This design comes from an exercise in tuning for small area, a short achievable clock period and few clock cycles per item on the open sky130 flow, not from production work.
The RTL was checked by simulation tests, not by an equivalence proof against the original design.
Power is estimated from default activity; no workload was simulated.

==> run E <==
## gfu
module gfu (
    input  wire        clk,
    input  wire        rst,
    input  wire        in_valid,
    output wire        in_ready,
    input  wire [3:0]  in_op,
    input  wire [7:0]  in_xtag,
    input  wire [63:0] in_x,
    input  wire [7:0]  in_ytag,
    input  wire [63:0] in_y,
    input  wire        in_ove,
    input  wire        in_dze,
    input  wire        in_trunc,
    input  wire        in_mix,
    output reg         out_valid,
    output reg  [1:0]  out_kind,
    output wire [7:0]  out_tag,
    output wire [63:0] out_data,
    output reg  [15:0] out_code
);
clock: 8.0 ns
lec_check: 0
cap_margin: 20
core_margin: 2
core_utilization: 45
setup_slack_margin: 3.5
slew_margin: 20
run.sh (not shown) runs the stock make flow with config.mk's settings and CLKGATE_MAP_FILE= SYNTH_SCRIPT=/design/flow/synth_recipe.tcl, a recipe that flattens the netlist after the stock synthesis.
==> inputs of run B, as changes to run E <==
--- a/flow/design.v
+++ b/flow/design.v
@@ -10,16 +10,16 @@
     input  wire [63:0] in_y,
     input  wire        in_ove,
     input  wire        in_dze,
     input  wire        in_trunc,
     input  wire        in_mix,
     output reg         out_valid,
-    output reg  [1:0]  out_kind,
+    output wire [1:0]  out_kind,
     output wire [7:0]  out_tag,
     output wire [63:0] out_data,
-    output reg  [15:0] out_code
+    output wire [15:0] out_code
 );
     localparam [3:0] GADD = 4'd0, GSUB = 4'd1, GMUL = 4'd2, GDIV = 4'd3,
                      GQUO = 4'd4, GREM = 4'd5, GNEG = 4'd6, GLT = 4'd7,
                      GLE = 4'd8, GEQ = 4'd9, GCMP = 4'd10, EQ = 4'd11;
     localparam [1:0] K_RESULT = 2'd0, K_FAULT = 2'd1, K_DISPATCH = 2'd2,
                      K_FLOAT = 2'd3;
@@ -39,20 +39,25 @@
     reg [65:0] X;              
     reg [63:0] Y;              
     reg [67:0] P;              
     reg        S;              
     reg        an, bn;         
     reg [6:0]  lx, ly;         
-    reg        mx, my;         
     reg [6:0]  cnt;            
     reg        corr;           
+    reg        ffin;           
     reg        o_tf, o_cmp;    
     reg [1:0]  o_cond;         
     reg        o_sm, o_lt, o_eq;
     reg        o_t3;           
     reg        o_z;            
+    reg [1:0]  o_kind;
+    reg [15:0] o_code;
+    reg        o_ov;           
+    reg [3:0]  o_op;
+    reg [8:0]  o_tg;           
     reg [1:0]  d_kind;
     reg [15:0] d_code;
     reg        d_t3, d_z;
     reg [7:0]  d_src;
     reg [1:0]  d_cond;
     reg        d_same;
@@ -64,19 +69,24 @@
         case (o_cond)
         C_SAME: o_tv = o_sm && o_eq;
         C_LT:   o_tv = o_lt;
         C_LE:   o_tv = o_lt || o_eq;
         default: o_tv = o_eq;
         endcase
-    assign out_data[63:2] = (P[63:2] & {62{!o_z}}) | {62{o_cmp && o_lt}};
+    assign out_kind = o_ov ? K_DISPATCH : o_kind;
+    assign out_code = o_ov ? {11'd0, 1'b1, o_op} : o_code;
+    wire [63:0] o_pay = (P[63:0] & {64{!(o_z || o_ov)}}) | {55'd0, o_tg};
+    assign out_data[63:2] = o_pay[63:2] | {62{o_cmp && o_lt}};
     assign out_data[1:0]  = o_tf  ? {!o_tv, o_tv}
                           : o_cmp ? {o_lt, o_lt || !o_eq}
-                          : (P[1:0] & {2{!o_z}});
+                          : o_pay[1:0];
     wire dec    = busy && ph == P_DEC;
     wire m_last = busy && is_mul && ph == P_STEP && cnt == 7'd0;
-    wire fin    = (dec && !go_it) || (busy && ph == P_FIN) || m_last;
+    wire d_qz   = busy && !is_mul && ph == P_PREP && dq[7];
+    wire d_ff   = busy && !is_mul && ph == P_STEP && !corr && cnt == 7'd0 && ffin;
+    wire fin    = (dec && !go_it) || (busy && ph == P_FIN) || m_last || d_qz || d_ff;
     assign in_ready = !busy || fin;
     wire acc    = in_valid && in_ready;
     function is_reserved(input [7:0] t);
         if (t[7])
             is_reserved = (t[4:0] >= 5'h0A) && (t[4:0] <= 5'h0F);
         else
@@ -181,37 +191,37 @@
         a_ovchk = 1'b0;
         a_src   = 8'd0;
         a_cond  = C_SAME;
         if (in_xtag == T_POISON) begin
             a_kind = K_FAULT; a_code = 16'h1600; a_src[D_X] = 1'b1;
         end else if (in_xtag == T_UNINIT) begin
-            a_kind = K_FAULT; a_code = 16'h0B01; a_src[D_XT] = 1'b1;
+            a_kind = K_FAULT; a_code = 16'h0B01; a_src[D_XT] = 1'b1; a_z = 1'b1;
         end else if (is_reserved(in_xtag)) begin
-            a_kind = K_FAULT; a_code = 16'h0B02; a_src[D_XT] = 1'b1;
+            a_kind = K_FAULT; a_code = 16'h0B02; a_src[D_XT] = 1'b1; a_z = 1'b1;
         end else if (i_yuse && in_ytag == T_POISON) begin
             a_kind = K_FAULT; a_code = 16'h1600; a_src[D_Y] = 1'b1;
         end else if (i_yuse && in_ytag == T_UNINIT) begin
-            a_kind = K_FAULT; a_code = 16'h0B01; a_src[D_YT] = 1'b1;
+            a_kind = K_FAULT; a_code = 16'h0B01; a_src[D_YT] = 1'b1; a_z = 1'b1;
         end else if (i_yuse && is_reserved(in_ytag)) begin
-            a_kind = K_FAULT; a_code = 16'h0B02; a_src[D_YT] = 1'b1;
+            a_kind = K_FAULT; a_code = 16'h0B02; a_src[D_YT] = 1'b1; a_z = 1'b1;
         end else if (in_op == EQ) begin
-            a_t3 = 1'b1; a_src[D_TF] = 1'b1; a_cond = C_SAME;
+            a_t3 = 1'b1; a_src[D_TF] = 1'b1; a_z = 1'b1; a_cond = C_SAME;
         end else if (i_fix) begin
             case (in_op)
             GADD, GSUB, GNEG: begin
                 a_src[D_SUM] = 1'b1; a_ovchk = in_ove;
             end
-            GLT:  begin a_t3 = 1'b1; a_src[D_TF] = 1'b1; a_cond = C_LT; end
-            GLE:  begin a_t3 = 1'b1; a_src[D_TF] = 1'b1; a_cond = C_LE; end
-            GEQ:  begin a_t3 = 1'b1; a_src[D_TF] = 1'b1; a_cond = C_EQ; end
-            GCMP: a_src[D_CMP] = 1'b1;
+            GLT:  begin a_t3 = 1'b1; a_src[D_TF] = 1'b1; a_z = 1'b1; a_cond = C_LT; end
+            GLE:  begin a_t3 = 1'b1; a_src[D_TF] = 1'b1; a_z = 1'b1; a_cond = C_LE; end
+            GEQ:  begin a_t3 = 1'b1; a_src[D_TF] = 1'b1; a_z = 1'b1; a_cond = C_EQ; end
+            GCMP: begin a_src[D_CMP] = 1'b1; a_z = 1'b1; end
             default:                  
                 if (in_dze) begin
                     a_kind = K_FAULT; a_z = 1'b1; a_code = 16'h0D01;
                 end else begin
-                    a_t3 = 1'b1; a_src[D_ZDIV] = 1'b1;
+                    a_t3 = 1'b1; a_src[D_ZDIV] = 1'b1; a_z = 1'b1;
                 end
             endcase
         end else if (in_op == GQUO || in_op == GREM) begin
             a_kind = K_DISPATCH; a_z = 1'b1; a_code = {12'd0, in_op};
         end else if ((i_xflo && (!i_yuse || i_yflo)) ||
                      (in_mix && i_yuse && ((i_xfix && i_yflo) || (i_xflo && i_yfix)) && i_s53)) begin
@@ -225,17 +235,17 @@
     wire [63:0] xs = x ^ {64{x[63]}};
     wire [63:0] ys = y ^ {64{y[63]}};
     wire [6:0]  xbl = blen(xs);
     wire [6:0]  ybl = blen(ys);
     wire        xms = x[63] && is_mask(xs);     
     wire        yms = y[63] && is_mask(ys);
-    wire [7:0]  m_d   = sub8({1'b0, lx}, {1'b0, ly});
-    wire        m_swp = m_d[7];
+    wire [7:0]  l_d   = sub8({1'b0, lx}, {1'b0, ly});
+    wire        m_swp = l_d[7];
     wire [6:0]  mbl   = m_swp ? lx : ly;
     wire [5:0]  m_sh  = {~mbl[5:1], 1'b0};          
-    wire [7:0]  dq    = sub8({1'b0, inc7(lx, mx)}, {1'b0, inc7(ly, my)});
+    wire [7:0]  dq    = l_d;
     wire [5:0]  sh    = is_mul ? m_sh : dq[5:0];
     wire [63:0] sh_in  = (is_mul && m_swp) ? x : y;
     wire [65:0] sh_out = {{2{sh_in[63]}}, sh_in} << sh;
     wire [67:0] opa = ({68{c_ax}}  & {{2{X[65]}}, X})
                     | ({68{c_ap4}} & {P[65:0], 2'b00})
                     | ({68{c_ap1}} & P);
@@ -249,78 +259,81 @@
     wire        s_big = !(&sum[67:64] || ~|sum[67:64]);
     wire        q_bit = !sum[67];
     wire        m_ovf = S || s_big || a_ovf;
     reg  [1:0]  n_kind;
     reg         n_t3;
     reg         n_z;
-    reg  [63:0] n_data;
     reg  [15:0] n_code;
     wire        r_nz = |P[63:0];
     always @(*) begin
         n_kind = K_RESULT;
         n_t3   = 1'b0;
         n_z    = 1'b0;
-        n_data = sum[63:0];
         n_code = 16'd0;
         if (ph == P_STEP) begin                 
-            if (m_ovf && ove) begin
-                n_kind = K_DISPATCH; n_z = 1'b1; n_code = 16'd18;
+            if (!is_mul && Y[62] && ove) begin
+                n_kind = K_DISPATCH; n_z = 1'b1; n_code = {12'd1, op};
             end
+        end else if (ph == P_PREP) begin        
+            if (op == GDIV && r_nz && !trunc) begin
+                n_kind = K_DISPATCH; n_z = 1'b1; n_code = 16'd3;
+            end else if (!is_rem)
+                n_z = 1'b1;
         end else if (ph == P_FIN) begin
             if (op == GDIV && r_nz && !trunc) begin
                 n_kind = K_DISPATCH; n_z = 1'b1; n_code = 16'd3;
             end else if (!is_rem && !(an ^ bn) && Y[63] && ove) begin
                 n_kind = K_DISPATCH; n_z = 1'b1; n_code = {12'd1, op};
             end
         end else begin
             n_t3   = d_t3;
             n_z    = d_z;
             n_kind = d_kind;
             n_code = d_code;
-            if (d_ovchk && a_ovf) begin
-                n_kind = K_DISPATCH; n_z = 1'b1; n_code = {12'd1, op};
-            end
-            n_data = ({64{d_src[D_SUM]}} & sum[63:0])
-                   | ({64{d_src[D_X]}}   & x)
-                   | ({64{d_src[D_Y]}}   & y)
-                   | ({64{d_src[D_XT]}}  & {56'd0, xt})
-                   | ({64{d_src[D_YT]}}  & {52'd0, 4'd1, yt})
-                   | ({64{d_src[D_ZDIV]}} & 64'd5);
         end
     end
-    wire [2:0] bk_prep = booth(sh_out[63:61]);
+    wire [65:0] mp_e   = {1'b0, sh_in, 1'b0};
+    wire [65:0] mp_sel = mp_e >> {mbl[5:1], 1'b0};
+    wire [2:0] bk_prep = booth(mp_sel[2:0]);
     wire [2:0] bk_step = booth(Y[61:59]);
     wire       i_arith = !(in_op == GNEG || i_div);    
     always @(posedge clk) begin
         out_valid <= fin && !rst;
         if (fin) begin
-            out_kind <= n_kind;
+            o_kind   <= n_kind;
+            o_op     <= op;
+            o_ov     <= (ph == P_STEP && is_mul) ? (m_ovf && ove) : (dec && d_ovchk && a_ovf);
             o_t3     <= n_t3;
             o_z      <= n_z;
             o_tf     <= dec && d_src[D_TF];
             o_cmp    <= dec && d_src[D_CMP];
             o_cond   <= d_cond;
             o_sm     <= d_same;
             o_lt     <= lt;
             o_eq     <= (x == y);
-            out_code <= n_code;
-            P        <= {4'd0, n_data};
+            o_code   <= n_code;
+            P        <= (ph == P_STEP && !is_mul) ? {4'd0, Y[62:0], q_bit}
+                                                      : {4'd0, sum[63:0]};
+            o_tg     <= !dec ? 9'd0
+                      : d_src[D_XT] ? {1'b0, xt}
+                      : d_src[D_YT] ? {1'b1, yt}
+                      : d_src[D_ZDIV] ? 9'd5 : 9'd0;
         end
         {c_ax, c_ap4, c_ap1, c_by, c_bx, c_bx2, c_bp, c_inv} <= 8'd0;
         if (busy) begin
             case (ph)
             P_DEC:
                 if (go_it) begin
-                    lx <= xbl;
-                    ly <= ybl;
-                    mx <= xms;
-                    my <= yms;
+                    lx <= is_mul ? xbl : inc7(xbl, xms);
+                    ly <= is_mul ? ybl : inc7(ybl, yms);
                     if (!is_mul) begin
                         P  <= {4'd0, sum[63:0]};
                         an <= x[63];
                         bn <= y[63];
+                        ffin <= (op == GQUO || (op == GDIV && trunc)) && (x[63] == y[63]);
+                        c_ax <= 1'b1;            
                     end
                     ph <= P_PREP;
                 end
             P_PREP: begin
                 if (is_mul) begin
                     Y <= sh_out[63:0];
@@ -358,13 +371,13 @@
                     P <= sum;
                     corr <= 1'b0;
                     c_by  <= !is_rem;
                     c_bp  <= is_rem;
                     c_inv <= is_rem ? an : (an ^ bn);
                 end else begin
-                    P <= sum;
+                    if (!d_ff) P <= sum;
                     Y <= {Y[62:0], q_bit};
                     if (cnt != 7'd0)
                         X <= {X[65], X[65:1]};
                     c_ap1 <= 1'b1;
                     c_bx  <= 1'b1;
                     c_inv <= q_bit ? !bn : bn;
@@ -408,20 +421,21 @@
             d_t3   <= a_t3;
             d_z    <= a_z;
             d_src  <= a_src;
             d_cond <= a_cond;
             d_same <= i_same;
             d_ovchk <= a_ovchk;
-            c_ax   <= i_arith;
-            c_by   <= i_arith;
-            c_bx   <= !i_arith;
+            c_ax   <= a_src[D_X] || (i_arith && !a_src[D_Y]);
+            c_by   <= a_src[D_Y] || (i_arith && !a_src[D_X]);
+            c_bx   <= !i_arith && !a_src[D_X] && !a_src[D_Y];
             c_ap4  <= 1'b0;
             c_ap1  <= 1'b0;
             c_bx2  <= 1'b0;
             c_bp   <= 1'b0;
-            c_inv  <= (in_op == GADD) ? 1'b0 : i_div ? in_x[63] : 1'b1;
+            c_inv  <= (a_src[D_X] || a_src[D_Y] || in_op == GADD) ? 1'b0
+                    : i_div ? in_x[63] : 1'b1;
         end
         if (rst) begin
             busy      <= 1'b0;
             out_valid <= 1'b0;
         end
     end
==> results.txt <==
- Status: no timing/DRC/antenna violations
- Initial antenna violation count: 11
- Clock buffer count: 52
- Crit Path Max Fanout: 8
- Critical-path top delay cell: edfxtp_1
- Crit path cell chain: inv_1 -> ha_4 -> a211o_4 -> a211oi_4 -> a21boi_4 -> buf_12 -> clkbuf_16 -> a21oi_1 -> a21oi_1 -> mux2i_1 -> mux2i_2 -> mux2i_1 -> mux2_4 -> mux2i_4 -> inv_1 -> ha_1 -> mux2_2 -> a32oi_1 -> o21ai_1
- Worst slew pin tran: 1.257 ns
- P_leak: 16.79 nW
the above is filed under run E

==> results.txt <==
- Worst slew pin tran: 1.386 ns
- Clock buffer count: 54
- Crit path cell chain: ha_4 -> nor2_1 -> nor4b_4 -> a21oi_4 -> buf_4 -> mux2i_1 -> mux2i_2 -> mux2i_4 -> nor3_2 -> a221oi_1 -> o31ai_1
- Initial antenna violation count: 38
- Status: no timing/DRC/antenna violations
the above is filed under run B

Testbench counts of run E, summed over its fixed seeds: cycles 14,376, ops 4,800.
Testbench counts of run B, summed over its fixed seeds: cycles 14,124, ops 4,800.

## re-timing with driven ports
The flow's constraints put no driver on any port. The routed layouts listed below were extracted and timed again, unchanged, in two steps.
Step 1, drivers: a clkbuf_16 drives clk and a buf_2 each remaining input, both assumed.
Step 2 times the ports against the registers' clock, not the clock port: input delays grow and output delays shrink by t, the midpoint of the rising clock arrivals with the driver on.
Slacks: no drivers / after step 1 / after step 2; pairs: no drivers / after step 1.
run	t, ns	slack for setup (ns)	cell pins on the clock port's net
run E	0.696	3.245 / 3.245 / 2.851	1
run B	0.707	3.295 / 3.295 / 2.747	1
After both steps setup and hold are still met in every run listed. The setup slack of run B, which loses most, moves by 0.000 ns with the drivers and by -0.548 ns with both steps.
